Source: an optimization exercise on an open RTL-to-GDS flow (aim: small area and a short achievable clock period). Production flows keep margins and buffers that such runs may drop.
Function was checked by simulation only, so behaviour that the tests miss may differ from the original.
Power is estimated from default activity; no workload was simulated.

==> design.v <==
module bcdec (
    input  wire         clk,
    input  wire         rst,
    input  wire         in_valid,
    input  wire [511:0] data,
    input  wire [63:0]  bpar,
    input  wire [63:0]  cpar,
    output reg          out_valid,
    output wire [511:0] dout,
    output wire [1:0]   kind,
    output wire [2:0]   loc_word,
    output wire [2:0]   loc_byte,
    output wire [2:0]   loc_bit
);
    wire [63:0] bf, cm;
    genvar gi;
    generate
        for (gi = 0; gi < 64; gi = gi + 1) begin : g_par
            bcdec_par9 u_bf (.x({bpar[gi], data[8*gi +: 8]}), .y(bf[gi]));
            bcdec_par9 u_cm (.x({cpar[gi], data[448+gi], data[384+gi], data[320+gi],
                                 data[256+gi], data[192+gi], data[128+gi], data[64+gi],
                                 data[gi]}), .y(cm[gi]));
        end
    endgenerate
    wire        ab, mb, ac, mc;
    wire [31:0] n1b, n1c;
    wire [15:0] a2b, a2c;
    wire [7:0]  n3b, n3c;
    bcdec_am64 u_amb (.x(bf), .a(ab), .m(mb), .n1(n1b), .a2(a2b), .n3(n3b));
    bcdec_am64 u_amc (.x(cm), .a(ac), .m(mc), .n1(n1c), .a2(a2c), .n3(n3c));
    wire [7:0] one;
    generate
        for (gi = 0; gi < 8; gi = gi + 1) begin : g_one
            bcdec_nor2 u_one (.a(mb), .b(mc), .y(one[gi]));
        end
    endgenerate
    wire       match;
    wire [2:0] iw, ib, ic;
    bcdec_where u_where (.bf(bf), .cm(cm), .n1b(n1b), .n1c(n1c), .a2b(a2b), .a2c(a2c),
                         .n3b(n3b), .n3c(n3c), .match(match), .iw(iw), .ib(ib), .ic(ic));
    reg [511:0] data_q;
    reg [63:0]  bf_q, cm_q;
    reg         ab_q, mb_q, ac_q, mc_q, match_q;
    reg [7:0]   one_q;
    reg [2:0]   iw_q, ib_q, ic_q;
    always @(posedge clk) begin
        if (rst)
            out_valid <= 1'b0;
        else
            out_valid <= in_valid;
        data_q  <= data;
        bf_q    <= bf;
        cm_q    <= cm;
        ab_q    <= ab;
        mb_q    <= mb;
        ac_q    <= ac;
        mc_q    <= mc;
        match_q <= match;
        one_q   <= one;
        iw_q    <= iw;
        ib_q    <= ib;
        ic_q    <= ic;
    end
    wire [63:0] cmg;
    generate
        for (gi = 0; gi < 64; gi = gi + 1) begin : g_cmg
            bcdec_and2 u_cmg (.a(cm_q[gi]), .b(one_q[gi/8]), .y(cmg[gi]));
        end
    endgenerate
    generate
        for (gi = 0; gi < 512; gi = gi + 1) begin : g_fix
            bcdec_fix u_fix (.d(data_q[gi]), .a(bf_q[8*(gi/64) + (gi%64)/8]),
                             .b(cmg[gi%64]), .y(dout[gi]));
        end
    endgenerate
    bcdec_judge u_judge (.ab(ab_q), .mb(mb_q), .ac(ac_q), .mc(mc_q), .match(match_q),
                         .iw(iw_q), .ib(ib_q), .ic(ic_q), .kind(kind),
                         .loc_word(loc_word), .loc_byte(loc_byte), .loc_bit(loc_bit));
endmodule
module bcdec_xor2 (input wire a, input wire b, output wire y);
    assign y = a ^ b;
endmodule
module bcdec_par9 (input wire [8:0] x, output wire y);
    wire [3:0] l1;
    wire [1:0] l2;
    wire       l3;
    bcdec_xor2 u0 (.a(x[0]), .b(x[1]), .y(l1[0]));
    bcdec_xor2 u1 (.a(x[2]), .b(x[3]), .y(l1[1]));
    bcdec_xor2 u2 (.a(x[4]), .b(x[5]), .y(l1[2]));
    bcdec_xor2 u3 (.a(x[6]), .b(x[7]), .y(l1[3]));
    bcdec_xor2 u4 (.a(l1[0]), .b(l1[1]), .y(l2[0]));
    bcdec_xor2 u5 (.a(l1[2]), .b(l1[3]), .y(l2[1]));
    bcdec_xor2 u6 (.a(l2[0]), .b(x[8]), .y(l3));
    bcdec_xor2 u7 (.a(l3), .b(l2[1]), .y(y));
endmodule
module bcdec_fix (input wire d, input wire a, input wire b, output wire y);
    assign y = d ^ (a & b);
endmodule
module bcdec_and2 (input wire a, input wire b, output wire y);
    assign y = a & b;
endmodule
module bcdec_nor2 (input wire a, input wire b, output wire y);
    assign y = ~(a | b);
endmodule
module bcdec_nand2 (input wire a, input wire b, output wire y);
    assign y = ~(a & b);
endmodule
module bcdec_a211oi (input wire a0, input wire a1, input wire b0, input wire b1,
                     output wire y);
    assign y = ~((a0 & a1) | b0 | b1);
endmodule
module bcdec_o211ai (input wire a0, input wire a1, input wire b0, input wire b1,
                     output wire y);
    assign y = ~((a0 | a1) & b0 & b1);
endmodule
module bcdec_am64 (
    input  wire [63:0] x,
    output wire        a,
    output wire        m,
    output wire [31:0] n1,    
    output wire [15:0] a2,    
    output wire [7:0]  n3     
);
    wire [31:0] f1;
    wire [15:0] m2;
    wire [7:0]  f3;
    wire [3:0]  a4, m4;
    wire [1:0]  n5, f5;
    genvar i;
    generate
        for (i = 0; i < 32; i = i + 1) begin : g_l1
            bcdec_nor2  u_n (.a(x[2*i]), .b(x[2*i+1]), .y(n1[i]));
            bcdec_nand2 u_f (.a(x[2*i]), .b(x[2*i+1]), .y(f1[i]));
        end
        for (i = 0; i < 16; i = i + 1) begin : g_l2
            bcdec_nand2  u_a (.a(n1[2*i]), .b(n1[2*i+1]), .y(a2[i]));
            bcdec_o211ai u_m (.a0(n1[2*i]), .a1(n1[2*i+1]), .b0(f1[2*i]), .b1(f1[2*i+1]),
                              .y(m2[i]));
        end
        for (i = 0; i < 8; i = i + 1) begin : g_l3
            bcdec_nor2   u_n (.a(a2[2*i]), .b(a2[2*i+1]), .y(n3[i]));
            bcdec_a211oi u_f (.a0(a2[2*i]), .a1(a2[2*i+1]), .b0(m2[2*i]), .b1(m2[2*i+1]),
                              .y(f3[i]));
        end
        for (i = 0; i < 4; i = i + 1) begin : g_l4
            bcdec_nand2  u_a (.a(n3[2*i]), .b(n3[2*i+1]), .y(a4[i]));
            bcdec_o211ai u_m (.a0(n3[2*i]), .a1(n3[2*i+1]), .b0(f3[2*i]), .b1(f3[2*i+1]),
                              .y(m4[i]));
        end
        for (i = 0; i < 2; i = i + 1) begin : g_l5
            bcdec_nor2   u_n (.a(a4[2*i]), .b(a4[2*i+1]), .y(n5[i]));
            bcdec_a211oi u_f (.a0(a4[2*i]), .a1(a4[2*i+1]), .b0(m4[2*i]), .b1(m4[2*i+1]),
                              .y(f5[i]));
        end
    endgenerate
    bcdec_nand2  u_a (.a(n5[0]), .b(n5[1]), .y(a));
    bcdec_o211ai u_m (.a0(n5[0]), .a1(n5[1]), .b0(f5[0]), .b1(f5[1]), .y(m));
endmodule
module bcdec_where (
    input  wire [63:0] bf,
    input  wire [63:0] cm,
    input  wire [31:0] n1b,
    input  wire [31:0] n1c,
    input  wire [15:0] a2b,
    input  wire [15:0] a2c,
    input  wire [7:0]  n3b,
    input  wire [7:0]  n3c,
    output wire        match,
    output wire [2:0]  iw,
    output wire [2:0]  ib,
    output wire [2:0]  ic
);
    reg [31:0] ob, oc;
    reg [15:0] pb, pc;
    reg [7:0]  qb, qc;
    integer i;
    always @* begin
        for (i = 0; i < 32; i = i + 1) begin
            ob[i] = bf[2*i+1];
            oc[i] = cm[2*i+1];
        end
        for (i = 0; i < 16; i = i + 1) begin
            pb[i] = n1b[2*i+1];
            pc[i] = n1c[2*i+1];
        end
        for (i = 0; i < 8; i = i + 1) begin
            qb[i] = a2b[2*i+1];
            qc[i] = a2c[2*i+1];
        end
    end
    assign ib = {|qb, ~&pb, |ob};
    assign ic = {|qc, ~&pc, |oc};
    wire [2:0] lc;
    assign iw = {~&n3b[7:4], ~&{n3b[7:6], n3b[3:2]}, ~&{n3b[7], n3b[5], n3b[3], n3b[1]}};
    assign lc = {~&n3c[7:4], ~&{n3c[7:6], n3c[3:2]}, ~&{n3c[7], n3c[5], n3c[3], n3c[1]}};
    assign match = (ib == lc);
endmodule
module bcdec_judge (
    input  wire       ab,
    input  wire       mb,
    input  wire       ac,
    input  wire       mc,
    input  wire       match,
    input  wire [2:0] iw,
    input  wire [2:0] ib,
    input  wire [2:0] ic,
    output wire [1:0] kind,
    output wire [2:0] loc_word,
    output wire [2:0] loc_byte,
    output wire [2:0] loc_bit
);
    wire sb    = ab & ~mb;
    wire clean = ~ab & ~ac;
    wire k1    = sb & ac & ~mc & match;
    wire k2    = sb & ~ac;
    assign kind     = {~clean & ~k1, ~clean & ~k2};
    assign loc_word = (k1 | k2) ? iw : 3'd0;
    assign loc_byte = (k1 | k2) ? ib : 3'd0;
    assign loc_bit  = k1 ? ic : 3'd0;
endmodule
==> flow/run.sh <==
#!/bin/bash
# The standard layout, with the smallest buffers on the ports in place of
# the default delay-cell buffers. Timing repair aims past the clock period so
# that the layout reaches a shorter period.
set -euo pipefail
export BUFFER_PORTS_ARGS="-buffer_cell sky130_fd_sc_hd__buf_1"
export SETUP_SLACK_MARGIN=7.5
bash standard.sh > standard_make.log 2>&1
==> standard.sh <==
#!/bin/bash
# synth_recipe.tcl (not shown) runs the flow's synth.tcl, then flattens the netlist and writes it again
# the make line also repeats each setting of config.mk as NAME=value (left out here)
make -C /OpenROAD-flow-scripts/flow DESIGN_CONFIG=/design/flow/config.mk WORK_HOME=/design/flow/orfs CLKGATE_MAP_FILE= SYNTH_SCRIPT=/design/flow/synth_recipe.tcl "${@:-finish}"
==> config.mk <==
export PLATFORM = sky130hd
export DESIGN_NAME = bcdec
export DESIGN_NICKNAME = bcdec
export VERILOG_FILES = /design/flow/design.v
export SDC_FILE = /design/flow/constraint.sdc
export NUM_CORES = 4
export LEC_CHECK = 0
export CAP_MARGIN = 20
export CORE_AREA = 5 5 595 195
export CTS_BUF_LIST = sky130_fd_sc_hd__clkbuf_8
export CTS_CLUSTER_SIZE = 24
export DIE_AREA = 0 0 600 200
export SLEW_MARGIN = 20
export SYNTH_HIERARCHICAL = 1
export SYNTH_MINIMUM_KEEP_SIZE = 0
==> constraint.sdc <==
create_clock -name core_clock -period 12.0 [get_ports {clk}]
set_input_delay 2.4000 -clock core_clock [delete_from_list [all_inputs] [get_ports {clk}]]
set_output_delay 2.4000 -clock core_clock [all_outputs]
set_load 0.01 [all_outputs]
==> results.txt, run 1 <==
outcome=timing/DRC/antenna clean; first-pass GRT wire length=188,000 microns; post-synthesis adder-cell area fraction=0; largest family of logic cells by synthesized area=XOR/XNOR gates; Seq pwr share=0.421; Nets=5,059; Worst Setup End Kind=flip-flop; Avg Inst Size Synth=10.0 sq um; power after layout=6.94 mW; Clk Tree Root Cell=clkbuf_8; drt drc=0; Slew @ Worst Pin=920 ps; Fin. Hold Viols=0; Worst Path Required=12,670 ps; Psw=2.67 mW; crit path from=data[345]; crit path to=one_q[5]$_DFF_P_; Post-Synthesis Cells=3,110; DR vias/cell=4.28; share of cells above drive strength 1=0.139; Yosys top cell area share=0.427; Final GP Congestion=0.952; clock share of power=0.309; core region area=111,000 sq um; CTS max path bufs=3; Synth Area in XOR/XNOR=0.433; slowest stage delay, CP=310 ps; Wirelength per Cell=23.3 microns; Starting Density=0.281; Clock transition at path regs=80 ps; Sink Count=663; Die W=600 microns; FF+latch count, synth=663; Top delay family on crit path=XOR/XNOR gates; Max Fclk=219 MHz; Mapped Nets=3,753; Fillers=11.4k; placed inst area=37,500 sq um; detailed-route via count=25.7k; internal cell power=4.27 mW; Post-Synthesis Cell Area=31,100 sq um; switching share of power=0.385; area of the die=120,000 sq um; Pwr per Cell Area=167 nW/um^2; Worst Hold Class=input pin to flip-flop; Critical Path Most Common Cell=xor2_1; Synth Area in Simple Gates=0.110; H-tree levels=3; Synth cell types=27; Synth-to-Final Area Change=33.3%; largest net degree at the start of global routing=13; vias in the first global route=26.6k; post-route ant nets=0; Setup-failing EPs final=0; Arrival @ worst endpoint=5230 ps; IO buf count=1,166; Worst path slowest cell=xor2_1; multiplexer share of the synthesized area=0; WP depth=13; Post-CTS Hold Fix Bufs=0; Worst VDD drop=0.0838 mV; TNS Setup=0 ps; Initial DRC Count=1,573; Critical path buffers and inverters=2; final-report max-slew violation count=0; Final Instance Area=41,500 sq um; router iterations before antenna repair=5; fin crit period=4560 ps; sequential share of the synthesized area=0.427; Comb pwr share=0.270; WL final=140,000 microns; CP Launch Type=input pin; CTS tree=done; all-layer global routing usage=0.220; crit-path max FO=5; Synth area leaders=dfxtp_1 (43%), xor2_1 (29%), xnor2_1 (14%), nand2_1 (7.5%), o211ai_2 (1.7%); Yosys top cell by area=dfxtp_1; Synth Warn #=8; GRT overflow=0; DP HPWL=117,000 microns; initial antenna violation count=29; RSZ-0062 raised after global routing=yes; Slew HR=0.381; commonest non-fill, non-tap cell in the layout=buf_1; commonest non-fill, non-tap cells in the layout=buf_1 (1,080), xor2_1 (945), dfxtp_1 (637); die height=200 microns; Leak=15.8 nW; Worst Path Class, Setup=input pin to flip-flop; Synth Area in Compound Gates=0.0281; max-cap violation count=0; storage element area=13,300 sq um; Tcrit/Tclk final=0.380; worst-path cell chain=buf_1 -> xor2_1 -> xor2_2 -> xor2_1 -> xor2_1 -> buf_4 -> nor2_2 -> nand2_1 -> a211oi_2 -> o211ai_2 -> a211oi_4 -> o211ai_4 -> nor2_1; # rows=69; area of the multi-input gates=19,200 sq um; num ports=1,167; total CTS buffers=95
[per-stage QoR]
step	std cells	utilization	setup slack, ps	hold WS, ps
finish	5991	0.375	7440	1810
global route	5988	0.375	7470	1720
global placement	5793	0.339	5510	2580
floorplan	3110	-	7630	2430
CTS	5972	0.366	7400	1720
detailed placement	5793	0.339	5510	2580
[synth_stat cells]
cell / n
xor2_1: 1026
dfxtp_1: 663
nand2_1: 621
xnor2_1: 512
nor2_1: 92
and2_1: 64
o211ai_2: 42
a211oi_2: 26
nor4_1: 20
nand4_1: 16
inv_1: 9
and4_1: 2
buf_6: 2
nor3_2: 2
a21o_2: 1
a21oi_1: 1
nand2b_1: 1
nand2b_2: 1
nand3_1: 1
nand3b_2: 1
nor2b_4: 1
nor3_1: 1
nor4b_2: 1
o22a_2: 1
or2_2: 1
or4_1: 1
or4_4: 1
[layer usage]
layer	wire length, microns	track usage
met2	66300	0.367
met4	4430	0.0716
met3	7660	0.0473
met1	61200	0.287
met5	165	0
[area by class of cell]
type	count	area share
tap	1491	0.0450
antenna	11	0.000664
clock buffer	124	0.0412
timing repair buffer	1209	0.117
sequential	663	0.321
clock inverter	46	0.0116
multi-input combinational	2438	0.463
inverter	9	0.000815
[worst min path at each step]
stage,slack [ps],end,from,depth (start not counted)
2_1_floorplan,2430,data_q[0]$_DFF_P_,data[0],0
3_3_place_gp,2580,data_q[62]$_DFF_P_,data[62],1
3_5_place_dp,2580,data_q[297]$_DFF_P_,data[297],1
4_1_cts,1720,data_q[14]$_DFF_P_,data[14],1
5_1_grt,1720,data_q[449]$_DFF_P_,data[449],1
6_report,1810,data_q[331]$_DFF_P_,data[331],1
[cell families (layout without fill, tap and decap cells)]
group,Yosys count,in the layout
AO/OA/AOI/OAI,71,73
XOR/XNOR,1538,1538
buffers and inverters,11,1388
flip-flops,663,663
other,0,11
AND/OR/NAND/NOR,827,827
[repair_timing]
action,CTS,global route
endpoints found under the setup margin,534,179
cloned,2,0
pin swaps,20,57
buffers inserted,7,8
gates resized for setup,234,213
[per-module statistics from Yosys (local to each module, per instance), excerpt]
module | area [sq um] | copies in the design | flops+latches | cells inside
bcdec_a211oi | 12.5 | 20 | 0 | 1
bcdec_judge | 201 | 1 | 0 | 25
bcdec_nand2 | 3.75 | 106 | 0 | 1
bcdec_and2 | 6.26 | 64 | 0 | 1
bcdec_where | 322 | 1 | 0 | 49
bcdec_nor2 | 3.75 | 92 | 0 | 1
[power by group through the flow]
stage          Combinational (mW)  Sequential (mW)  Clock, mW
2_1_floorplan               0.926             2.75          0
3_3_place_gp                 1.73             2.95          0
3_5_place_dp                 1.73             2.95          0
4_1_cts                      1.78             2.91       2.19
5_1_grt                      1.99             2.96       2.31
6_report                     1.88             2.92       2.14
[flip-flops by register name, indices dropped and copies added, names as in the netlist, 3 cells and up]
register,count
bf_q,64
ic_q,3
one_q,8
data_q,512
cm_q,64
iw_q,3
ib_q,3
==> inputs of run 2 (changes only) <==
--- a/flow/run.sh
+++ b/flow/run.sh
@@ -4,5 +4,5 @@
 # that the layout reaches a shorter period.
 set -euo pipefail
 export BUFFER_PORTS_ARGS="-buffer_cell sky130_fd_sc_hd__buf_1"
-export SETUP_SLACK_MARGIN=7.5
+export SETUP_SLACK_MARGIN=7.6
 bash standard.sh > standard_make.log 2>&1
--- a/config.mk
+++ b/config.mk
@@ -6,10 +6,10 @@
 export NUM_CORES = 4
 export LEC_CHECK = 0
 export CAP_MARGIN = 20
-export CORE_AREA = 5 5 595 195
+export CORE_AREA = 5 5 635 155
 export CTS_BUF_LIST = sky130_fd_sc_hd__clkbuf_8
 export CTS_CLUSTER_SIZE = 24
-export DIE_AREA = 0 0 600 200
+export DIE_AREA = 0 0 640 160
 export SLEW_MARGIN = 20
 export SYNTH_HIERARCHICAL = 1
 export SYNTH_MINIMUM_KEEP_SIZE = 0
==> results.txt, run 2 <==
top-count cell post-synth=xor2_1; Post-Synthesis Cells=3,110; Post-Synthesis Cell Area=31,100 sq um; max reg flops=512; commonest non-fill, non-tap cells in the layout=xor2_1 (942), buf_1 (935), dfxtp_1 (648); dominant synthesized flop cell=dfxtp_1; final-report max-slew violation count=0; CP Launch Type=input pin; die height=160 microns; initial antenna violation count=29; FF+latch count, synth=663; core region area=92,500 sq um; Worst path slowest cell=a211oi_4; H-tree levels=3; Starting Density=0.336; Final GP Congestion=0.990; Final Instance Area=41,600 sq um; vias in the first global route=26.4k; Fillers=9,100; Initial DRC Count=2,492; Pwr per Cell Area=162 nW/um^2; Worst Hold Slack=1840 ps; Critical path buffers and inverters=2; Sink Count=663; area of the multi-input gates=19,600 sq um; Synth area leaders=dfxtp_1 (43%), xor2_1 (29%), xnor2_1 (14%), nand2_1 (7.5%), o211ai_2 (1.7%); Nets=5,052; commonest cells in the netlist=xor2_1 (1,026), dfxtp_1 (663), nand2_1 (621), xnor2_1 (512), nor2_1 (92); commonest non-fill, non-tap cell in the layout=xor2_1; Final Core Density=0.450; Clock transition at path regs=80 ps; Worst VDD drop=0.0772 mV; Synth Warn #=8; Top delay family on crit path=compound AO/OA/AOI/OAI gates; Wirelength per Cell=26.0 microns; Mapped Nets=3,753; Worst Path Class, Setup=input pin to flip-flop; Async SR Flop Fraction=0; num ports=1,167; Tcrit/Tclk final=0.372; crit-path max FO=4; placed inst area=37,100 sq um; Yosys top cell by area=dfxtp_1; max-cap violation count=0; area of the die=102,000 sq um; Die W=640 microns; Worst Hold Class=input pin to flip-flop; TNS Setup=0 ps; DR vias/cell=4.59; Critical Path Most Common Cell=xor2_1; CTS tree=done; worst-path cell chain=buf_1 -> xor2_1 -> xor2_1 -> xor2_1 -> xor2_1 -> buf_4 -> nor2_2 -> nand2_1 -> a211oi_2 -> o211ai_2 -> a211oi_4 -> o211ai_2 -> nor2_1; largest net degree at the start of global routing=12; Synth cell types=27; Yosys top cell area share=0.427; outcome=timing/DRC/antenna clean; slowest stage delay, CP=300 ps; # rows=54; fin crit period=4460 ps; Synth-to-Final Area Change=33.8%; Worst Setup End Kind=flip-flop; GRT overflow=0; RSZ-0062 raised after global routing=yes; post-route ant nets=0; DP HPWL=127,000 microns; EDFF count, synth=0; Leak=16.4 nW; Setup-failing EPs final=0; drt drc=0; Clk Tree Root Cell=clkbuf_8; Slew @ Worst Pin=951 ps; biggest registers after layout=data_q: 512 flops, bf_q: 64 flops, cm_q: 64 flops; detailed-route via count=26.4k; Worst Path Required=12,640 ps; IO buf count=1,166; all-layer global routing usage=0.278; Max Fclk=224 MHz; Arrival @ worst endpoint=5110 ps; Fin. Hold Viols=0; first-pass GRT wire length=201,000 microns; Slew HR=0.360; WL final=150,000 microns; total CTS buffers=88; CTS max path bufs=3; share of cells above drive strength 1=0.178; storage element area=13,300 sq um; Reg with most FFs=data_q; sequential share of the synthesized area=0.427; router iterations before antenna repair=5; Avg Inst Size Synth=10.0 sq um
run 2: cell count changes in the layout (fill, tap and decap cells not counted), moves of 15 or more:
cell and delta:
buf_1 -145, clkbuf_2 +64, buf_2 +40, buf_4 +32
xnor2_1 -22, xnor2_2 +22, nand2_1 -15
run 2: Yosys stat by module, one instance, submodules excluded, a selection:
module	cells	times used
bcdec	664	1
bcdec_where	49	1
bcdec_o211ai	1	42
bcdec_fix	2	512
bcdec_xor2	1	1024
bcdec_judge	25	1
bcdec_and2	1	64
bcdec_a211oi	1	20
bcdec_nand2	1	106
bcdec_nor2	1	92
run 2: per-layer routing:
layer  vias to the layer above  track usage  part of all wire
met5                         -            0           0.00029
met3                       219       0.0567             0.072
met2                       893        0.459              0.47
li1                      12200            -                 -
met4                         8       0.0714             0.026
met1                     13100        0.371              0.43
run 2: stage by stage:
| stage | total power, mW | setup WS (ps) | instances |
|---|---|---|---|
| global placement | 4.57 | 5500 | 5544 |
| floorplan | 3.67 | 7630 | 3110 |
| global route | 7.00 | 7530 | 5751 |
| CTS | 6.55 | 7590 | 5715 |
| finish | 6.73 | 7540 | 5751 |
| detailed placement | 4.58 | 5550 | 5544 |
run 2: worst paths after layout:
| path | from | to | cells after the start |
|---|---|---|---|
| worst max-delay path | data[345] | one_q[7]$_DFF_P_ | 13 |
| worst min-delay path | data[315] | data_q[315]$_DFF_P_ | 1 |
run 2: repair_timing:
action / 4_1_cts / 5_1_grt
gates cloned: 1 / 1
resized for setup: 375 / 334
setup endpoints to repair: 537 / 143
pin swaps: 26 / 107
buffers inserted: 12 / 21
hold buffers: 0 / 0
run 2: cells by family (layout without fill, tap and decap cells):
kind of cell           after synthesis  after routing  share of synthesized area
XOR/XNOR                          1538           1538                      0.433
AND/OR/NAND/NOR                    827            827                      0.110
flip-flops                         663            663                      0.427
AO/OA/AOI/OAI                       71             73                     0.0281
buffers and inverters               11           1376                    0.00181
other                                0             14                          0
run 2: cell type report:
class,count,share of cell area
Tap cell,1260,0.0379
Inverter,9,0.000812
Antenna cell,14,0.000842
Timing Repair Buffer,1209,0.124
Sequential cell,663,0.320
Clock buffer,121,0.0400
Multi-Input combinational cell,2438,0.470
Clock inverter,37,0.00631
run 2: report_power, final:
| part | switching [mW] | internal [mW] |
|---|---|---|
| Combinational | 1.28 | 0.628 |
| Clock | 0.942 | 0.982 |
| Sequential | 0.396 | 2.50 |
| Total | 2.62 | 4.11 |
==> inputs of run 3 (changes only) <==
--- a/flow/run.sh
+++ b/flow/run.sh
@@ -4,5 +4,5 @@
 # that the layout reaches a shorter period.
 set -euo pipefail
 export BUFFER_PORTS_ARGS="-buffer_cell sky130_fd_sc_hd__buf_1"
-export SETUP_SLACK_MARGIN=7.6
+export SETUP_SLACK_MARGIN=7.5
 bash standard.sh > standard_make.log 2>&1
--- a/config.mk
+++ b/config.mk
@@ -10,6 +10,7 @@
 export CTS_BUF_LIST = sky130_fd_sc_hd__clkbuf_8
 export CTS_CLUSTER_SIZE = 24
 export DIE_AREA = 0 0 640 160
+export PLACE_DENSITY = 0.8
 export SLEW_MARGIN = 20
 export SYNTH_HIERARCHICAL = 1
 export SYNTH_MINIMUM_KEEP_SIZE = 0
==> results.txt, run 3 <==
Yosys top cell area share=0.427; Synth cell types=27; pre-CTS WS=6550 ps; CTS max path bufs=3; final-report max-slew violation count=0; Worst Hold Class=input pin to flip-flop; detailed-route via count=28.5k; Critical path buffers and inverters=1; vias in the first global route=26.9k; internal cell power=4.03 mW; GRT overflow=0; Max Fclk=220 MHz; Avg Inst Size Synth=10.0 sq um; Fin. Hold Viols=0; worst-path cell chain=and2_4 -> nand2_1 -> xnor2_1 -> buf_1; Initial DRC Count=3,959; met1 Resource Use GR=0.471; Worst Path Class, Setup=flip-flop to primary output; Clock transition at path regs=80 ps; Worst VDD drop=0.0826 mV; commonest non-fill, non-tap cells in the layout=xor2_1 (1,000), buf_1 (992), dfxtp_1 (648); power after layout=6.70 mW; commonest cells in the netlist=xor2_1 (1,026), dfxtp_1 (663), nand2_1 (621), xnor2_1 (512), nor2_1 (92); max-cap violation count=0; Post-Synthesis Cells=3,110; Leak=15.9 nW; dominant synthesized flop cell=dfxtp_1; CTS tree=done; Synth-to-Final Area Change=30.6%; Wirelength per Cell=31.6 microns; EDFF count, synth=0; Synth area leaders=dfxtp_1 (43%), xor2_1 (29%), xnor2_1 (14%), nand2_1 (7.5%), o211ai_2 (1.7%); initial antenna violation count=37; grt met2 use=0.474; max reg flops=512; Post-CTS Hold Fix Bufs=0; router iterations before antenna repair=7; Synth Warn #=8; DP HPWL=157,000 microns; Final GP Congestion=1.19; Mapped Nets=3,753; CP Launch Type=flip-flop; GR peak layer=met2; biggest registers after layout=data_q: 512 flops, bf_q: 64 flops, cm_q: 64 flops; Top delay family on crit path=XOR/XNOR gates; Async SR Flop Fraction=0; Worst Setup End Kind=primary output; die height=160 microns; # rows=54; core region area=92,500 sq um; Slew @ Worst Pin=849 ps; Post-Synthesis Cell Area=31,100 sq um; Die W=640 microns; Clk Tree Root Cell=clkbuf_8; WL final=182,000 microns; drt drc=0; total CTS buffers=88; Pwr per Cell Area=165 nW/um^2; Worst Path Required=9600 ps; Yosys top cell by area=dfxtp_1; Seq pwr share=0.432; Nets=5,051; met3 Usage GRT=0.131; Arrival @ worst endpoint=2150 ps; clock share of power=0.288; H-tree levels=3; all-layer global routing usage=0.338; crit-path max FO=8; first-pass GRT wire length=236,000 microns; final worst setup slack=7450 ps; largest net degree at the start of global routing=12; Reg with most FFs=data_q; switching share of power=0.398; Slew HR=0.430; Sink Count=663; num ports=1,167; outcome=timing/DRC/antenna clean; Starting Density=0.336; DR vias/cell=4.95; slowest stage delay, CP=430 ps; area of the die=102,000 sq um; Comb pwr share=0.280; share of cells above drive strength 1=0.136; Tcrit/Tclk final=0.379; TNS Setup=0 ps; Worst path slowest cell=xnor2_1; top-count cell post-synth=xor2_1; sequential share of the synthesized area=0.427; fin crit period=4550 ps; Setup-failing EPs final=0; IO buf count=1,166; FF+latch count, synth=663; commonest non-fill, non-tap cell in the layout=xor2_1; post-route ant nets=0; Psw=2.67 mW; RSZ-0062 raised after global routing=yes
-- run 3: final timing paths --
path              from  slack, ps                  end  cells past startpoint
max   one_q[6]$_DFF_P_       7450            dout[373]                      4
min          data[322]       1810  data_q[322]$_DFF_P_                      1
-- run 3: power groups by stage --
stage                     Clock [mW]  Sequential, mW  Combinational [mW]
after CTS                       1.92            2.88                1.75
after detailed placement           0            2.92                1.72
final                           1.93            2.90                1.88
after global routing            2.03            2.93                1.94
after floorplan                    0            2.75               0.926
after global placement             0            2.91                1.70
-- run 3: final cells by class --
type	instances	area, sq um
Timing Repair Buffer	1210	5070
Fill cell	8963	51900
Sequential cell	663	13300
Tap cell	1260	1580
Inverter	9	33.8
Clock buffer	117	1610
Antenna cell	23	57.6
Multi-Input combinational cell	2436	18700
Clock inverter	38	268
-- run 3: modules after synthesis, one instance, submodules excluded, a selection --
module        flip-flops and latches  times used
bcdec_judge                        0           1
bcdec_o211ai                       0          42
bcdec                            663           1
bcdec_xor2                         0        1024
bcdec_and2                         0          64
bcdec_fix                          0         512
bcdec_where                        0           1
bcdec_nor2                         0          92
bcdec_nand2                        0         106
bcdec_a211oi                       0          20
-- run 3: cells by family (layout without fill, tap and decap cells) --
family,count (synthesis),after routing,synth area share
simple gates,827,827,0.110
xor+xnor,1538,1538,0.433
flops,663,663,0.427
buf+inv,11,1374,0.00181
compound gates,71,71,0.0281
other cells,0,23,0
-- run 3: repair_timing --
item	CTS	global route
resized for setup	359	109
endpoints found under the setup margin	531	99
cloned	0	0
pin swaps	21	28
buffers inserted	13	10
hold endpoints to repair	0	0
-- run 3: metrics by stage --
step | instance area, sq um | utilization | instances | hold WS, ps
after CTS | 40100 | 0.433 | 5723 | 1760
after global routing | 40600 | 0.439 | 5752 | 1790
after global placement | 37200 | 0.402 | 5555 | 2580
final | 40600 | 0.439 | 5756 | 1810
after floorplan | 31100 | - | 3110 | 2430
after detailed placement | 37200 | 0.402 | 5555 | 2580
-- run 3: per-layer routing --
layer / vias up / wire (microns)
met5: - / 58
met4: 10 / 6090
met3: 380 / 23500
met2: 1765 / 74200
met1: 14100 / 78000
li1: 12300 / -
==> inputs of run 4 (changes only) <==
--- a/config.mk
+++ b/config.mk
@@ -10,7 +10,7 @@
 export CTS_BUF_LIST = sky130_fd_sc_hd__clkbuf_8
 export CTS_CLUSTER_SIZE = 24
 export DIE_AREA = 0 0 640 160
-export PLACE_DENSITY = 0.8
+export PLACE_DENSITY = 0.45
 export SLEW_MARGIN = 20
 export SYNTH_HIERARCHICAL = 1
 export SYNTH_MINIMUM_KEEP_SIZE = 0
==> results.txt, run 4 <==
outcome=timing/DRC/antenna clean; Worst Hold Slack=1830 ps; HP Start=data[72]; CP Launch Type=input pin; IO buf count=1,166; Nets=5,052; biggest registers after layout=data_q: 512 flops, bf_q: 64 flops, cm_q: 64 flops; Slew HR=0.279; Max Fclk=217 MHz; first-pass GRT wire length=186,000 microns; internal cell power=3.96 mW; max-cap violation count=0; Fillers=9,485; top-count cell post-synth=xor2_1; Post-Synthesis Cell Area=31,100 sq um; Post-Synthesis Cells=3,110; Avg Inst Size Synth=10.0 sq um; DR vias/cell=4.31; die height=160 microns; pre-CTS WS=5670 ps; Clock transition at path regs=90 ps; Synth Warn #=8; Worst Path Class, Setup=input pin to flip-flop; Seq pwr share=0.430; commonest non-fill, non-tap cells in the layout=buf_1 (1,115), xor2_1 (949), dfxtp_1 (655); final worst setup slack=7400 ps; core region area=92,500 sq um; Initial DRC Count=1,681; detailed-route via count=24.8k; vias in the first global route=25.4k; Final Instance Area=40,400 sq um; Critical path buffers and inverters=2; Synth-to-Final Area Change=29.8%; Mapped Nets=3,753; Clk Tree Root Cell=clkbuf_8; Worst VDD drop=0.0781 mV; Final Core Density=0.437; max reg flops=512; post-route ant nets=0; final-report max-slew violation count=0; Async SR Flop Fraction=0; drt drc=0; largest net degree at the start of global routing=12; FF+latch count, synth=663; Pwr per Cell Area=165 nW/um^2; Sink Count=663; power after layout=6.66 mW; RSZ-0062 raised after global routing=yes; Worst Path Required=12,620 ps; sequential share of the synthesized area=0.427; Leak=15.3 nW; Top delay family on crit path=compound AO/OA/AOI/OAI gates; Reg with most FFs=data_q; initial antenna violation count=20; TNS Setup=0 ps; Fin. Hold Viols=0; Slew @ Worst Pin=1070 ps; H-tree levels=3; Yosys top cell area share=0.427; commonest non-fill, non-tap cell in the layout=buf_1; area of the die=102,000 sq um; fin crit period=4600 ps; share of cells above drive strength 1=0.113; Worst Hold Class=input pin to flip-flop; placed insts=5,560; GRT overflow=0; Setup-failing EPs final=0; Yosys top cell by area=dfxtp_1; Arrival @ worst endpoint=5220 ps; Worst path slowest cell=a211oi_4; Final GP Congestion=0.955; total CTS buffers=88; DP HPWL=113,000 microns; all-layer global routing usage=0.250; Comb pwr share=0.305; Starting Density=0.336; commonest cells in the netlist=xor2_1 (1,026), dfxtp_1 (663), nand2_1 (621), xnor2_1 (512), nor2_1 (92); router iterations before antenna repair=6; # rows=54; WL final=134,000 microns; EDFF count, synth=0; placed inst area=37,200 sq um; Die W=640 microns; dominant synthesized flop cell=dfxtp_1; CTS max path bufs=3; Synth area leaders=dfxtp_1 (43%), xor2_1 (29%), xnor2_1 (14%), nand2_1 (7.5%), o211ai_2 (1.7%); crit-path max FO=5; slowest stage delay, CP=400 ps; Tcrit/Tclk final=0.384; clock share of power=0.264; CTS tree=done; Psw=2.70 mW; Synth cell types=27; worst-path cell chain=clkbuf_2 -> xor2_1 -> xor2_1 -> xor2_2 -> xor2_4 -> nor2_4 -> buf_4 -> o211ai_2 -> a211oi_4 -> o211ai_2 -> a211oi_4 -> o211ai_4 -> nor2_1; num ports=1,167; Wirelength per Cell=23.3 microns; Worst Setup End Kind=flip-flop; fin cells=5,743; crit path from=data[11]; switching share of power=0.406
## run 4: cell counts after synthesis
No cell type changed its count.
## run 4: layout make-up
class | instances | area (sq um) | share of cell area
Sequential cell | 663 | 13300 | 0.329
Antenna cell | 15 | 37.5 | 0.000930
Inverter | 9 | 33.8 | 0.000837
Clock buffer | 109 | 1500 | 0.0372
Tap cell | 1260 | 1580 | 0.0390
Multi-Input combinational cell | 2437 | 19000 | 0.470
Clock inverter | 40 | 168 | 0.00415
Timing Repair Buffer | 1210 | 4780 | 0.118
## run 4: path summary, 6_finish.rpt
| check | to | slack [ps] | cells past startpoint |
|---|---|---|---|
| worst max-delay path | one_q[0]$_DFF_P_ | 7400 | 13 |
| worst min-delay path | data_q[72]$_DFF_P_ | 1830 | 1 |
## run 4: power by group through the flow
stage	logic (mW)	clock network, mW	registers, mW
after floorplan	0.926	0	2.75
after global placement	1.78	0	2.92
after detailed placement	1.77	0	2.92
after CTS	1.84	1.80	2.87
after global routing	2.13	1.92	2.91
final	2.03	1.76	2.87
## run 4: logic make-up (layout without fill, tap and decap cells)
logic type,after synthesis,after routing,share of synthesized area
xor gates and xnor gates,1538,1538,0.433
and+or+nand+nor,827,827,0.110
DFF,663,663,0.427
AOI/OAI and AO/OA,71,72,0.0281
buffers and inverters,11,1368,0.00181
other,0,15,0
## run 4: Yosys stat by module (local to each module, per instance), excerpt
module / flops+latches / copies in the design / cells / cell area [sq um]
bcdec: 663 / 1 / 664 / 13300
bcdec_a211oi: 0 / 20 / 1 / 12.5
bcdec_and2: 0 / 64 / 1 / 6.26
bcdec_fix: 0 / 512 / 2 / 12.5
bcdec_judge: 0 / 1 / 25 / 201
bcdec_nand2: 0 / 106 / 1 / 3.75
bcdec_nor2: 0 / 92 / 1 / 3.75
bcdec_o211ai: 0 / 42 / 1 / 12.5
bcdec_where: 0 / 1 / 49 / 322
bcdec_xor2: 0 / 1024 / 1 / 8.76
## run 4: per-layer routing
| metal | up-vias | GRT usage | wire [microns] |
|---|---|---|---|
| li1 | 12200 | - | - |
| met1 | 11900 | 0.318 | 57100 |
| met2 | 504 | 0.437 | 66800 |
| met3 | 132 | 0.0596 | 8150 |
| met4 | 0 | 0.0436 | 1870 |
| met5 | - | 0 | 0 |
## run 4: what timing repair did
item | in CTS | in global routing
gates cloned | 0 | 1
setup buffers | 7 | 11
setup endpoints to repair | 520 | 188
pin swaps | 6 | 60
resized for setup | 140 | 207
hold buffers | 0 | 0
==> inputs of run 5 (changes only) <==
--- a/config.mk
+++ b/config.mk
@@ -10,7 +10,7 @@
 export CTS_BUF_LIST = sky130_fd_sc_hd__clkbuf_8
 export CTS_CLUSTER_SIZE = 24
 export DIE_AREA = 0 0 640 160
-export PLACE_DENSITY = 0.45
 export SLEW_MARGIN = 20
 export SYNTH_HIERARCHICAL = 1
 export SYNTH_MINIMUM_KEEP_SIZE = 0
+export TNS_END_PERCENT = 20
==> results.txt, run 5 <==
Avg Inst Size Synth=10.0 sq um; num ports=1,167; Synth Warn #=8; Wirelength per Cell=26.0 microns; WL final=149,000 microns; pre-CTS WS=5550 ps; detailed-route via count=26.2k; Post-Synthesis Cells=3,110; CTS max path bufs=3; crit-path max FO=4; core region area=92,500 sq um; Nets=5,028; Worst Setup End Kind=flip-flop; Reg with most FFs=data_q; Clock transition at path regs=80 ps; Synth Area in XOR/XNOR=0.433; top-count cell post-synth=xor2_1; dominant synthesized flop cell=dfxtp_1; largest family of logic cells by synthesized area=XOR/XNOR gates; CP Launch Type=input pin; router iterations before antenna repair=7; DP HPWL=127,000 microns; Initial DRC Count=2,623; fin crit period=4640 ps; biggest registers after layout=data_q: 512 flops, bf_q: 64 flops, cm_q: 64 flops; H-tree levels=3; initial antenna violation count=28; Worst Path Required=12,590 ps; Synth Area in Compound Gates=0.0281; max reg flops=512; area of the die=102,000 sq um; DR vias/cell=4.57; first-pass GRT wire length=201,000 microns; final-report max-slew violation count=0; Setup-failing EPs final=0; Die W=640 microns; Slew @ Worst Pin=944 ps; sequential share of the synthesized area=0.427; largest net degree at the start of global routing=12; power after layout=6.58 mW; Async SR Flop Fraction=0; FF+latch count, synth=663; Fin. Hold Viols=0; commonest non-fill, non-tap cell in the layout=buf_1; Tcrit/Tclk final=0.387; crit path from=data[217]; fin cells=5,729; final worst setup slack=7360 ps; total CTS buffers=88; Post-Synthesis Cell Area=31,100 sq um; commonest cells in the netlist=xor2_1 (1,026), dfxtp_1 (663), nand2_1 (621), xnor2_1 (512), nor2_1 (92); # rows=54; drt drc=0; share of cells above drive strength 1=0.105; Synth area leaders=dfxtp_1 (43%), xor2_1 (29%), xnor2_1 (14%), nand2_1 (7.5%), o211ai_2 (1.7%); Sink Count=663; Synth Area in Simple Gates=0.110; Final GP Congestion=0.990; Starting Density=0.336; Synth-to-Final Area Change=28.5%; multiplexer share of the synthesized area=0; Worst Hold Class=input pin to flip-flop; crit path to=ic_q[0]$_DFF_P_; RSZ-0062 raised after global routing=yes; post-route ant nets=0; Yosys top cell by area=dfxtp_1; Pwr per Cell Area=164 nW/um^2; Fillers=9,318; IO buf count=1,166; Worst Path Class, Setup=input pin to flip-flop; Arrival @ worst endpoint=5230 ps; die height=160 microns; Clk Tree Root Cell=clkbuf_8; Synth cell types=27; EDFF count, synth=0; TNS Setup=0 ps; max-cap violation count=0; CTS tree=done; Leak=15.3 nW; Yosys top cell area share=0.427; placed insts=5,544; Max Fclk=215 MHz; Worst VDD drop=0.0773 mV; outcome=timing/DRC/antenna clean; Mapped Nets=3,753; Slew HR=0.365; commonest non-fill, non-tap cells in the layout=buf_1 (1,080), xor2_1 (989), dfxtp_1 (654); all-layer global routing usage=0.277; GRT overflow=0; post-synthesis adder-cell area fraction=0; vias in the first global route=26.3k; WHS Path Cells=1
[run 5: changes by cell type in the layout (fill, tap and decap cells not counted), moves of 6 or more]
cell,before,now
and2_2,25,37
and2_4,39,24
buf_1,1115,1080
buf_2,4,65
buf_4,43,24
clkbuf_2,47,16
clkbuf_8,109,121
inv_1,39,33
nor2_1,43,61
nor2_2,31,25
nor2_4,18,6
xor2_1,949,989
xor2_2,67,34
xor2_4,10,3
[run 5: modules after synthesis (local to each module, per instance), a selection]
module,cells,copies in the design,flip-flops and latches,area (sq um)
bcdec_a211oi,1,20,0,12.5
bcdec_and2,1,64,0,6.26
bcdec_fix,2,512,0,12.5
bcdec_judge,25,1,0,201
bcdec_nand2,1,106,0,3.75
bcdec_nor2,1,92,0,3.75
bcdec_o211ai,1,42,0,12.5
bcdec_where,49,1,0,322
bcdec_xor2,1,1024,0,8.76
[run 5: power breakdown]
group	switching [mW]	total, mW	internal (mW)
Sequential	0.382	2.88	2.50
Combinational	1.21	1.77	0.554
Clock	0.944	1.93	0.982
[run 5: cells by family after synthesis]
family / Yosys count
compound gates: 71
xor+xnor: 1538
buf+inv: 11
flops: 663
simple gates: 827
[run 5: what timing repair did]
action	CTS	global route
resized for setup	196	90
setup endpoints to repair	535	262
buffers inserted	6	4
gates cloned	1	0
hold buffers	0	0
pin swaps	11	20
[run 5: area by class of cell]
cell class,instances,area (sq um),area share
multi-input cells,2437,18400,0.461
diodes,16,40.0,0.00100
well taps,1260,1580,0.0394
flip-flops and latches,663,13300,0.332
clock inverters,37,263,0.00657
clock buffers,121,1670,0.0417
repair buffers,1186,4660,0.117
inverters,9,33.8,0.000845
[run 5: critical path, cell delays in order]
cell and delay, ps:
buf_1 200, xor2_2 250, xor2_1 250, xor2_1 190
xor2_1 200, nor4_1 730, nand4_1 540, or2_2 460
[run 5: stage by stage]
stage / util / hold WS, ps / cell area [sq um]
6_report: 0.432 / 1820 / 40000
5_1_grt: 0.432 / 1790 / 40000
3_5_place_dp: 0.401 / 2580 / 37100
2_1_floorplan: - / 2430 / 31100
4_1_cts: 0.428 / 1780 / 39500
3_3_place_gp: 0.401 / 2580 / 37100
[run 5: metal layers]
metal	wire, microns	up-vias	share of wire	global-route usage
li1	-	12200	-	-
met1	65400	13000	0.44	0.369
met2	70400	819	0.47	0.457
met3	9800	189	0.066	0.0589
met4	3300	8	0.022	0.0717
met5	54	-	0.00036	0
[run 5: how the worst min path moves through the flow]
stage | startpoint | to | slack [ps]
final | data[315] | data_q[315]$_DFF_P_ | 1820
after global routing | data[58] | data_q[58]$_DFF_P_ | 1790
after CTS | data[315] | data_q[315]$_DFF_P_ | 1780
after detailed placement | data[171] | data_q[171]$_DFF_P_ | 2580
after global placement | data[385] | data_q[385]$_DFF_P_ | 2580
after floorplan | data[0] | data_q[0]$_DFF_P_ | 2430
==> inputs of run 6 (changes only) <==
--- a/config.mk
+++ b/config.mk
@@ -13,4 +13,4 @@
 export SLEW_MARGIN = 20
 export SYNTH_HIERARCHICAL = 1
 export SYNTH_MINIMUM_KEEP_SIZE = 0
-export TNS_END_PERCENT = 20
+export TNS_END_PERCENT = 50
==> results.txt, run 6 <==
detailed-route via count=26.3k; Mapped Nets=3,753; Post-Synthesis Cells=3,110; Worst Path Class, Setup=input pin to flip-flop; Pwr per Cell Area=164 nW/um^2; Yosys top cell by area=dfxtp_1; all-layer global routing usage=0.277; commonest non-fill, non-tap cells in the layout=buf_1 (1,071), xor2_1 (986), dfxtp_1 (654); Synth cell types=27; Arrival @ worst endpoint=5200 ps; Synth Warn #=8; max reg flops=512; final-report max-slew violation count=0; Worst Hold Class=input pin to flip-flop; top-count cell post-synth=xor2_1; Synth-to-Final Area Change=28.9%; Clock transition at path regs=80 ps; share of cells above drive strength 1=0.110; CTS tree=done; GRT overflow=0; Post-Synthesis Cell Area=31,100 sq um; Leak=15.4 nW; final worst setup slack=7440 ps; outcome=timing/DRC/antenna clean; commonest cells in the netlist=xor2_1 (1,026), dfxtp_1 (663), nand2_1 (621), xnor2_1 (512), nor2_1 (92); Worst VDD drop=0.0776 mV; area of the die=102,000 sq um; fin crit period=4560 ps; Clk Tree Root Cell=clkbuf_8; area of the multi-input gates=18,500 sq um; WL final=149,000 microns; Tcrit/Tclk final=0.380; Starting Density=0.336; Sink Count=663; commonest non-fill, non-tap cell in the layout=buf_1; CP Launch Type=input pin; # rows=54; pre-CTS WS=5550 ps; initial antenna violation count=28; FF+latch count, synth=663; core region area=92,500 sq um; sequential share of the synthesized area=0.427; dominant synthesized flop cell=dfxtp_1; met1 Resource Use GR=0.370; Wirelength per Cell=26.0 microns; IO buf count=1,166; Setup-failing EPs final=0; first-pass GRT wire length=201,000 microns; vias in the first global route=26.3k; router iterations before antenna repair=5; Fin. Hold Viols=0; Worst Setup End Kind=flip-flop; Async SR Flop Fraction=0; post-route ant nets=0; Avg Inst Size Synth=10.0 sq um; max-cap violation count=0; storage element area=13,300 sq um; TNS Setup=0 ps; Max Fclk=219 MHz; Reg with most FFs=data_q; largest net degree at the start of global routing=12; H-tree levels=3; Synth area leaders=dfxtp_1 (43%), xor2_1 (29%), xnor2_1 (14%), nand2_1 (7.5%), o211ai_2 (1.7%); Slew HR=0.377; Slew @ Worst Pin=926 ps; Fillers=9,291; biggest registers after layout=data_q: 512 flops, bf_q: 64 flops, cm_q: 64 flops; Post-CTS Hold Fix Bufs=0; drt drc=0; Die W=640 microns; crit-path max FO=5; DR vias/cell=4.59; die height=160 microns; num ports=1,167; grt met2 use=0.456; Yosys top cell area share=0.427; Final GP Congestion=0.990; DP HPWL=127,000 microns; met3 Usage GRT=0.0564; CTS max path bufs=3; Nets=5,028; Worst Path Required=12,650 ps; EDFF count, synth=0; RSZ-0062 raised after global routing=yes; GR peak layer=met2; Initial DRC Count=2,585; total CTS buffers=88
-- run 6: cell counts after synthesis --
Identical to the previous run, type by type.
-- run 6: layout make-up --
type / instances / area share
sequential: 663 / 0.332
inverter: 9 / 0.000843
clock buffer: 121 / 0.0415
clock inverter: 37 / 0.00655
timing repair buffer: 1186 / 0.117
antenna: 17 / 0.00106
multi-input combinational: 2437 / 0.462
tap: 1260 / 0.0393
-- run 6: report_power, final --
group | switching [mW] | internal (mW) | leakage (nW)
Sequential | 0.385 | 2.50 | 5.59
Combinational | 1.22 | 0.557 | 8.68
Clock | 0.941 | 0.982 | 1.08
-- run 6: path summary, 6_finish.rpt --
| path | startpoint | end | slack (ps) | cells past startpoint |
|---|---|---|---|---|
| setup / recovery | data[181] | one_q[3]$_DFF_P_ | 7440 | 12 |
| hold / removal | data[315] | data_q[315]$_DFF_P_ | 1830 | 1 |
-- run 6: critical path, cell delays in order --
cell	delay, ps
buf_1	290
xor2_2	260
xor2_2	250
xor2_1	290
xor2_1	170
nor2_1	190
nand2_1	140
nor2_2	220
nand2_1	160
a211oi_4	430
o211ai_4	220
nor2_1	150
-- run 6: Yosys stat by module (local to each module, per instance), excerpt --
module	copies in the design	area [sq um]	cells	flip-flops and latches
bcdec_o211ai	42	12.5	1	0
bcdec_where	1	322	49	0
bcdec_and2	64	6.26	1	0
bcdec_nor2	92	3.75	1	0
bcdec_nand2	106	3.75	1	0
bcdec_xor2	1024	8.76	1	0
bcdec_fix	512	12.5	2	0
-- run 6: cell families after synthesis --
kind of cell | share of synthesized area
AO/OA/AOI/OAI | 0.0281
XOR/XNOR | 0.433
buffers and inverters | 0.00181
flip-flops | 0.427
AND/OR/NAND/NOR | 0.110
-- run 6: per-layer routing --
layer  share of wire  wire length [microns]
met2            0.47                  70300
met3           0.066                   9880
met5         0.00036                     54
met4           0.023                   3490
met1            0.44                  65100
-- run 6: timing repair --
action | in CTS | in global routing
cloned | 1 | 0
setup endpoints to repair | 535 | 150
endpoints found under the hold margin | 0 | 0
resized for setup | 228 | 99
setup buffers | 6 | 4
pin swaps | 12 | 21
-- run 6: through the flow --
stage          instances  cell area, sq um  hold WS (ps)   util  total power [mW]
6_report            5730             40100          1830  0.433              6.58
5_1_grt             5729             40100          1800  0.433              6.84
4_1_cts             5709             39600          1780  0.428              6.52
3_5_place_dp        5544             37100          2580  0.401              4.58
3_3_place_gp        5544             37100          2580  0.401              4.57
2_1_floorplan       3110             31100          2430      -              3.67
==> inputs of run 7 (changes only) <==
--- a/config.mk
+++ b/config.mk
@@ -8,9 +8,7 @@
 export CAP_MARGIN = 20
 export CORE_AREA = 5 5 635 155
 export CTS_BUF_LIST = sky130_fd_sc_hd__clkbuf_8
-export CTS_CLUSTER_SIZE = 24
 export DIE_AREA = 0 0 640 160
 export SLEW_MARGIN = 20
 export SYNTH_HIERARCHICAL = 1
 export SYNTH_MINIMUM_KEEP_SIZE = 0
-export TNS_END_PERCENT = 50
==> results.txt, run 7 <==
outcome=timing/DRC/antenna clean; Nets=5,028; Post-Synthesis Cell Area=31,100 sq um; Worst Hold Class=input pin to flip-flop; Synth Warn #=8; Wirelength per Cell=26.0 microns; Synth cell types=27; crit-path max FO=5; total CTS buffers=88; Synth Area in Simple Gates=0.110; pre-CTS WS=5550 ps; Yosys top cell area share=0.427; commonest non-fill, non-tap cell in the layout=buf_1; Async SR Flop Fraction=0; DR vias/cell=4.58; Slew @ Worst Pin=918 ps; Clock transition at path regs=80 ps; final-report max-slew violation count=0; Pwr per Cell Area=164 nW/um^2; max-cap violation count=0; multiplexer share of the synthesized area=0; CTS max path bufs=3; router iterations before antenna repair=5; largest net degree at the start of global routing=12; top-count cell post-synth=xor2_1; WHS Path Cells=1; vias in the first global route=26.3k; EDFF count, synth=0; Worst Path Required=12,640 ps; Worst Path Class, Setup=input pin to flip-flop; sequential share of the synthesized area=0.427; Fillers=9,290; Post-CTS Hold Fix Bufs=0; all-layer global routing usage=0.277; Synth-to-Final Area Change=28.9%; max reg flops=512; met3 Usage GRT=0.0564; grt met2 use=0.456; Worst VDD drop=0.0778 mV; WL final=149,000 microns; Sink Count=663; die height=160 microns; CTS tree=done; GRT overflow=0; FF+latch count, synth=663; Final GP Congestion=0.990; dominant synthesized flop cell=dfxtp_1; core region area=92,500 sq um; largest family of logic cells by synthesized area=XOR/XNOR gates; IO buf count=1,166; drt drc=0; Fin. Hold Viols=0; fin crit period=4520 ps; Synth Area in XOR/XNOR=0.433; post-route ant nets=0; initial antenna violation count=28; post-synthesis adder-cell area fraction=0; biggest registers after layout=data_q: 512 flops, bf_q: 64 flops, cm_q: 64 flops; Tcrit/Tclk final=0.376; Arrival @ worst endpoint=5160 ps; Synth area leaders=dfxtp_1 (43%), xor2_1 (29%), xnor2_1 (14%), nand2_1 (7.5%), o211ai_2 (1.7%); # rows=54; met1 Resource Use GR=0.371; Yosys top cell by area=dfxtp_1; commonest non-fill, non-tap cells in the layout=buf_1 (1,066), xor2_1 (990), dfxtp_1 (654); Die W=640 microns; RSZ-0062 raised after global routing=yes; Initial DRC Count=2,511; Worst Setup End Kind=flip-flop; detailed-route via count=26.3k; Avg Inst Size Synth=10.0 sq um; final worst setup slack=7480 ps; commonest cells in the netlist=xor2_1 (1,026), dfxtp_1 (663), nand2_1 (621), xnor2_1 (512), nor2_1 (92); Setup-failing EPs final=0; Mapped Nets=3,753; Post-Synthesis Cells=3,110; Max Fclk=221 MHz; Reg with most FFs=data_q; WHS Endpoint=data_q[315]$_DFF_P_; Clk Tree Root Cell=clkbuf_8; TNS Setup=0 ps; H-tree levels=3; Starting Density=0.336; Synth Area in Compound Gates=0.0281; num ports=1,167; CP Launch Type=input pin; GR peak layer=met2; Slew HR=0.383; area of the die=102,000 sq um; share of cells above drive strength 1=0.111; Leak=15.4 nW; DP HPWL=127,000 microns; HP Start=data[315]; first-pass GRT wire length=201,000 microns
[run 7: area by class of cell]
| cell class | count | area [sq um] | share of cell area |
|---|---|---|---|
| multi-input combinational | 2437 | 18500 | 0.462 |
| sequential | 663 | 13300 | 0.332 |
| timing repair buffer | 1186 | 4680 | 0.117 |
| clock buffer | 121 | 1670 | 0.0415 |
| tap | 1260 | 1580 | 0.0393 |
| clock inverter | 37 | 263 | 0.00655 |
| antenna | 18 | 45.0 | 0.00112 |
| inverter | 9 | 33.8 | 0.000843 |
[run 7: timing repair]
| item | in CTS | in global routing |
|---|---|---|
| setup buffers | 6 | 4 |
| resized for setup | 240 | 92 |
| pin swaps | 12 | 14 |
| hold endpoints to repair | 0 | 0 |
| setup endpoints to repair | 535 | 112 |
| cloned | 1 | 0 |
[run 7: per-stage QoR]
step | instances | power (mW) | utilization | instance area (sq um) | hold WS [ps]
floorplan | 3110 | 3.67 | - | 31100 | 2430
global placement | 5544 | 4.57 | 0.401 | 37100 | 2580
detailed placement | 5544 | 4.58 | 0.401 | 37100 | 2580
CTS | 5709 | 6.52 | 0.428 | 39600 | 1780
global route | 5729 | 6.84 | 0.433 | 40100 | 1800
finish | 5731 | 6.58 | 0.433 | 40100 | 1830
[run 7: how the worst max path moves through the flow]
| stage | startpoint | endpoint | slack (ps) |
|---|---|---|---|
| floorplan | data[91] | match_q$_DFF_P_ | 7630 |
| global placement | data[219] | one_q[3]$_DFF_P_ | 5500 |
| detailed placement | data[219] | one_q[3]$_DFF_P_ | 5550 |
| CTS | one_q[6]$_DFF_P_ | dout[432] | 7470 |
| global route | one_q[0]$_DFF_P_ | dout[69] | 7460 |
| finish | data[99] | one_q[3]$_DFF_P_ | 7480 |
[run 7: cell families after synthesis]
group,Yosys count
xor gates and xnor gates,1538
buffers and inverters,11
DFF,663
and+or+nand+nor,827
AOI/OAI and AO/OA,71
[run 7: Yosys stat by module (local to each module, per instance), excerpt]
module	copies in the design	flip-flops and latches
bcdec_xor2	1024	0
bcdec_nor2	92	0
bcdec_where	1	0
bcdec_a211oi	20	0
bcdec_fix	512	0
bcdec_judge	1	0
bcdec_o211ai	42	0
bcdec	1	663
bcdec_and2	64	0
bcdec_nand2	106	0
[run 7: per-layer routing]
metal  vias to the layer above  part of all wire
met1                     13000              0.44
met3                       217             0.065
met2                       892              0.47
met5                         -           0.00036
li1                      12200                 -
met4                         8             0.025
[run 7: power breakdown]
part / switching (mW) / internal (mW)
sequential: 0.384 / 2.50
clock: 0.940 / 0.982
combinational: 1.22 / 0.554
total: 2.54 / 4.04
[run 7: critical path, cell delays in order]
cell      delay [ps]
buf_1            210
xor2_1           270
xor2_1           310
xor2_1           200
xor2_1           200
nor2_2           210
nand2_1          160
a211oi_4         350
o211ai_2         170
a211oi_4         180
buf_4            190
o211ai_4         150
nor2_1           140
==> inputs of run 8 (changes only) <==
--- a/config.mk
+++ b/config.mk
@@ -8,6 +8,7 @@
 export CAP_MARGIN = 20
 export CORE_AREA = 5 5 635 155
 export CTS_BUF_LIST = sky130_fd_sc_hd__clkbuf_8
+export CTS_CLUSTER_SIZE = 24
 export DIE_AREA = 0 0 640 160
 export SLEW_MARGIN = 20
 export SYNTH_HIERARCHICAL = 1
==> results.txt, run 8 <==
dominant synthesized flop cell=dfxtp_1; Final Instance Area=40,100 sq um; final-report max-slew violation count=0; Setup-failing EPs final=0; Tcrit/Tclk final=0.376; Synth area leaders=dfxtp_1 (43%), xor2_1 (29%), xnor2_1 (14%), nand2_1 (7.5%), o211ai_2 (1.7%); Slew @ Worst Pin=918 ps; Post-CTS Hold Fix Bufs=0; Synth Area in Simple Gates=0.110; WHS Path Cells=1; max reg flops=512; post-synthesis adder-cell area fraction=0; Final GP Congestion=0.990; DR vias/cell=4.58; Wirelength per Cell=26.0 microns; vias in the first global route=26.3k; Async SR Flop Fraction=0; largest net degree at the start of global routing=12; CTS max path bufs=3; Initial DRC Count=2,511; Synth Area in Compound Gates=0.0281; Clock transition at path regs=80 ps; # rows=54; sequential share of the synthesized area=0.427; Synth Area in XOR/XNOR=0.433; commonest non-fill, non-tap cell in the layout=buf_1; all-layer global routing usage=0.277; Clk Tree Root Cell=clkbuf_8; share of cells above drive strength 1=0.111; first-pass GRT wire length=201,000 microns; Slew HR=0.383; Max Fclk=221 MHz; post-route ant nets=0; CTS tree=done; total CTS buffers=88; CP Launch Type=input pin; Yosys top cell by area=dfxtp_1; Worst Path Required=12,640 ps; placed inst area=37,100 sq um; Reg with most FFs=data_q; Pwr per Cell Area=164 nW/um^2; Arrival @ worst endpoint=5160 ps; EDFF count, synth=0; Mapped Nets=3,753; Synth cell types=27; Yosys top cell area share=0.427; outcome=timing/DRC/antenna clean; initial antenna violation count=28; router iterations before antenna repair=5; Synth-to-Final Area Change=28.9%; IO buf count=1,166; Post-Synthesis Cell Area=31,100 sq um; commonest cells in the netlist=xor2_1 (1,026), dfxtp_1 (663), nand2_1 (621), xnor2_1 (512), nor2_1 (92); largest family of logic cells by synthesized area=XOR/XNOR gates; area of the die=102,000 sq um; multiplexer share of the synthesized area=0; TNS Setup=0 ps; Die W=640 microns; Leak=15.4 nW; Sink Count=663; GRT overflow=0; max-cap violation count=0; fin crit period=4520 ps; biggest registers after layout=data_q: 512 flops, bf_q: 64 flops, cm_q: 64 flops; Avg Inst Size Synth=10.0 sq um; Worst VDD drop=0.0778 mV; Nets=5,028; DP HPWL=127,000 microns; Synth Warn #=8; crit-path max FO=5; drt drc=0; Starting Density=0.336; num ports=1,167; RSZ-0062 raised after global routing=yes; Worst Hold Class=input pin to flip-flop; Worst Setup End Kind=flip-flop; WL final=149,000 microns; H-tree levels=3; core region area=92,500 sq um; detailed-route via count=26.3k; Fin. Hold Viols=0; Worst Path Class, Setup=input pin to flip-flop; FF+latch count, synth=663; Post-Synthesis Cells=3,110; die height=160 microns; commonest non-fill, non-tap cells in the layout=buf_1 (1,066), xor2_1 (990), dfxtp_1 (654); top-count cell post-synth=xor2_1
run 8: worst paths after layout:
check                     start             endpoint
worst max-delay path   data[99]     one_q[3]$_DFF_P_
worst min-delay path  data[315]  data_q[315]$_DFF_P_
run 8: metal layers:
| layer | vias to the layer above | part of all wire | GRT usage |
|---|---|---|---|
| met4 | 8 | 0.025 | 0.0727 |
| met1 | 13000 | 0.44 | 0.371 |
| li1 | 12200 | - | - |
| met3 | 217 | 0.065 | 0.0564 |
| met5 | - | 0.00036 | 0 |
| met2 | 892 | 0.47 | 0.456 |
run 8: cells by family after synthesis:
logic type | after synthesis
buf+inv | 11
simple gates | 827
flops | 663
compound gates | 71
xor+xnor | 1538
run 8: report_power, final:
part / internal [mW] / switching (mW)
combinational: 0.554 / 1.22
sequential: 2.50 / 0.384
clock: 0.982 / 0.940
total: 4.04 / 2.54
run 8: cell type report:
cell class | instances | area [sq um]
fill | 9290 | 52400
tap | 1260 | 1580
multi-input combinational | 2437 | 18500
antenna | 18 | 45.0
sequential | 663 | 13300
clock inverter | 37 | 263
timing repair buffer | 1186 | 4680
clock buffer | 121 | 1670
inverter | 9 | 33.8
run 8: critical path, cell delays in order:
cell      delay (ps)
buf_1            210
xor2_1           270
xor2_1           310
xor2_1           200
xor2_1           200
nor2_2           210
nand2_1          160
a211oi_4         350
o211ai_2         170
a211oi_4         180
buf_4            190
o211ai_4         150
nor2_1           140
run 8: per-module statistics from Yosys (local to each module, per instance), excerpt:
| module | flip-flops and latches | times used | cells |
|---|---|---|---|
| bcdec_and2 | 0 | 64 | 1 |
| bcdec_where | 0 | 1 | 49 |
| bcdec_nand2 | 0 | 106 | 1 |
| bcdec_xor2 | 0 | 1024 | 1 |
| bcdec_a211oi | 0 | 20 | 1 |
| bcdec_o211ai | 0 | 42 | 1 |
| bcdec_nor2 | 0 | 92 | 1 |
| bcdec_fix | 0 | 512 | 2 |
| bcdec | 663 | 1 | 664 |
| bcdec_judge | 0 | 1 | 25 |
run 8: per-stage QoR:
| stage | instances | power (mW) | setup slack, ps | hold slack, ps | utilization |
|---|---|---|---|---|---|
| finish | 5731 | 6.58 | 7480 | 1830 | 0.433 |
| global route | 5729 | 6.84 | 7460 | 1800 | 0.433 |
| CTS | 5709 | 6.52 | 7470 | 1780 | 0.428 |
| detailed placement | 5544 | 4.58 | 5550 | 2580 | 0.401 |
| global placement | 5544 | 4.57 | 5500 | 2580 | 0.401 |
| floorplan | 3110 | 3.67 | 7630 | 2430 | - |
run 8: timing repair:
item | 4_1_cts | 5_1_grt
endpoints found under the hold margin | 0 | 0
pin swaps | 12 | 14
buffers inserted | 6 | 4
endpoints found under the setup margin | 535 | 112
gates cloned | 1 | 0
resized for setup | 240 | 92
==> inputs of run 9 (changes only) <==
--- a/flow/run.sh
+++ b/flow/run.sh
@@ -4,5 +4,5 @@
 # that the layout reaches a shorter period.
 set -euo pipefail
 export BUFFER_PORTS_ARGS="-buffer_cell sky130_fd_sc_hd__buf_1"
-export SETUP_SLACK_MARGIN=7.5
+export SETUP_SLACK_MARGIN=7.4
 bash standard.sh > standard_make.log 2>&1
==> results.txt, run 9 <==
outcome=timing/DRC/antenna clean; RSZ-0062 raised after global routing=yes; IO buf count=1,166; final-report max-slew violation count=0; Leak=15.2 nW; met3 routed WL=10,200 microns; router iterations before antenna repair=5; clock share of power=0.294; initial antenna violation count=28; sequential share of the synthesized area=0.427; Reg with most FFs=data_q; num ports=1,167; Clock transition at path regs=80 ps; DP HPWL=127,000 microns; CP Launch Type=input pin; dominant synthesized flop cell=dfxtp_1; biggest registers after layout=data_q: 512 flops, bf_q: 64 flops, cm_q: 64 flops; Seq pwr share=0.440; placed inst area=37,100 sq um; Critical path buffers and inverters=1; vias in the first global route=26.2k; Async SR Flop Fraction=0; Arrival @ worst endpoint=5270 ps; Critical Path Most Common Cell=xor2_1; Worst Path Required=12,590 ps; Psw=2.52 mW; Synth cell types=27; Die W=640 microns; Synth-to-Final Area Change=27.8%; CTS tree=done; WHS Endpoint=data_q[315]$_DFF_P_; commonest non-fill, non-tap cell in the layout=buf_1; EDFF count, synth=0; Worst path slowest cell=nor4_1; Worst VDD drop=0.0770 mV; Post-CTS Hold Fix Bufs=0; switching share of power=0.385; drt drc=0; Clk Tree Root Cell=clkbuf_8; H-tree levels=3; Tcrit/Tclk final=0.390; CTS max path bufs=3; max reg flops=512; total CTS buffers=88; all-layer global routing usage=0.276; Fillers=9,334; slowest stage delay, CP=790 ps; WHS Path Cells=1; Yosys top cell area share=0.427; Nets=5,026; post-route ant nets=0; HP Start=data[315]; Starting Density=0.336; Synth area leaders=dfxtp_1 (43%), xor2_1 (29%), xnor2_1 (14%), nand2_1 (7.5%), o211ai_2 (1.7%); met2 routed WL=70,000 microns; Final Instance Area=39,800 sq um; Worst Setup End Kind=flip-flop; Wirelength per Cell=26.0 microns; Avg Inst Size Synth=10.0 sq um; fin crit period=4680 ps; GRT overflow=0; DR vias/cell=4.58; commonest non-fill, non-tap cells in the layout=buf_1 (1,088), xor2_1 (1,003), dfxtp_1 (654); wire length on met1=64,900 microns; TNS Setup=0 ps; Fin. Hold Viols=0; largest net degree at the start of global routing=12; power after layout=6.55 mW; worst-path cell chain=buf_1 -> xor2_2 -> xor2_1 -> xor2_1 -> xor2_1 -> nor4_1 -> nand4_1 -> or2_2; WP depth=8; core region area=92,500 sq um
## run 9: cell counts after synthesis
Identical to the previous run, type by type.
## run 9: per-layer routing
layer / up-vias / global-route usage
li1: 12200 / -
met1: 12900 / 0.368
met2: 897 / 0.455
met3: 197 / 0.0579
met4: 6 / 0.0733
met5: - / 0
## run 9: power by group through the flow
stage	Sequential, mW	Clock [mW]	Combinational (mW)
after floorplan	2.75	0	0.926
after global placement	2.92	0	1.64
after detailed placement	2.93	0	1.65
after CTS	2.88	1.95	1.68
after global routing	2.92	2.05	1.83
final	2.88	1.92	1.74
## run 9: cell families after synthesis
kind of cell           Yosys count  share of synthesized area
XOR/XNOR                      1538                      0.433
AND/OR/NAND/NOR                827                      0.110
flip-flops                     663                      0.427
AO/OA/AOI/OAI                   71                     0.0281
buffers and inverters           11                    0.00181
## run 9: worst max path at each step
stage	slack [ps]	startpoint	endpoint
after global routing	7380	data[177]	one_q[7]$_DFF_P_
after floorplan	7630	data[91]	match_q$_DFF_P_
final	7320	data[155]	ic_q[0]$_DFF_P_
after detailed placement	5550	data[219]	one_q[3]$_DFF_P_
after CTS	7360	one_q[2]$_DFF_P_	dout[471]
after global placement	5500	data[219]	one_q[3]$_DFF_P_
## run 9: final cells by class
cell class / instances / area, sq um / share of cell area
diodes: 16 / 40.0 / 0.00101
clock buffers: 121 / 1670 / 0.0419
clock inverters: 37 / 263 / 0.00661
inverters: 9 / 33.8 / 0.000850
multi-input cells: 2437 / 18300 / 0.459
flip-flops and latches: 663 / 13300 / 0.334
well taps: 1260 / 1580 / 0.0397
repair buffers: 1184 / 4630 / 0.116
## run 9: Yosys stat by module (local to each module, per instance), excerpt
module	flops+latches	copies in the design
bcdec	663	1
bcdec_o211ai	0	42
bcdec_nor2	0	92
bcdec_a211oi	0	20
bcdec_where	0	1
bcdec_and2	0	64
bcdec_nand2	0	106
bcdec_xor2	0	1024
bcdec_judge	0	1
bcdec_fix	0	512
## run 9: repair_timing
action	4_1_cts	5_1_grt
setup buffers	4	4
pin swaps	4	9
setup endpoints to repair	461	105
gates resized for setup	165	75
cloned	0	1
## run 9: through the flow
step	cells	setup slack [ps]	hold WS, ps
after floorplan	3110	7630	2430
after global placement	5544	5500	2580
after detailed placement	5544	5550	2580
after CTS	5706	7360	1780
after global routing	5727	7380	1800
final	5727	7320	1830

Re-timed with assumed drivers on the ports (clkbuf_16 on the clock, buf_2 on other inputs), run 9 has 7.356 ns of setup slack against 7.316 ns with ideal ports, and 6.574 ns once port delays also move by the mid clock arrival of 0.788 ns.
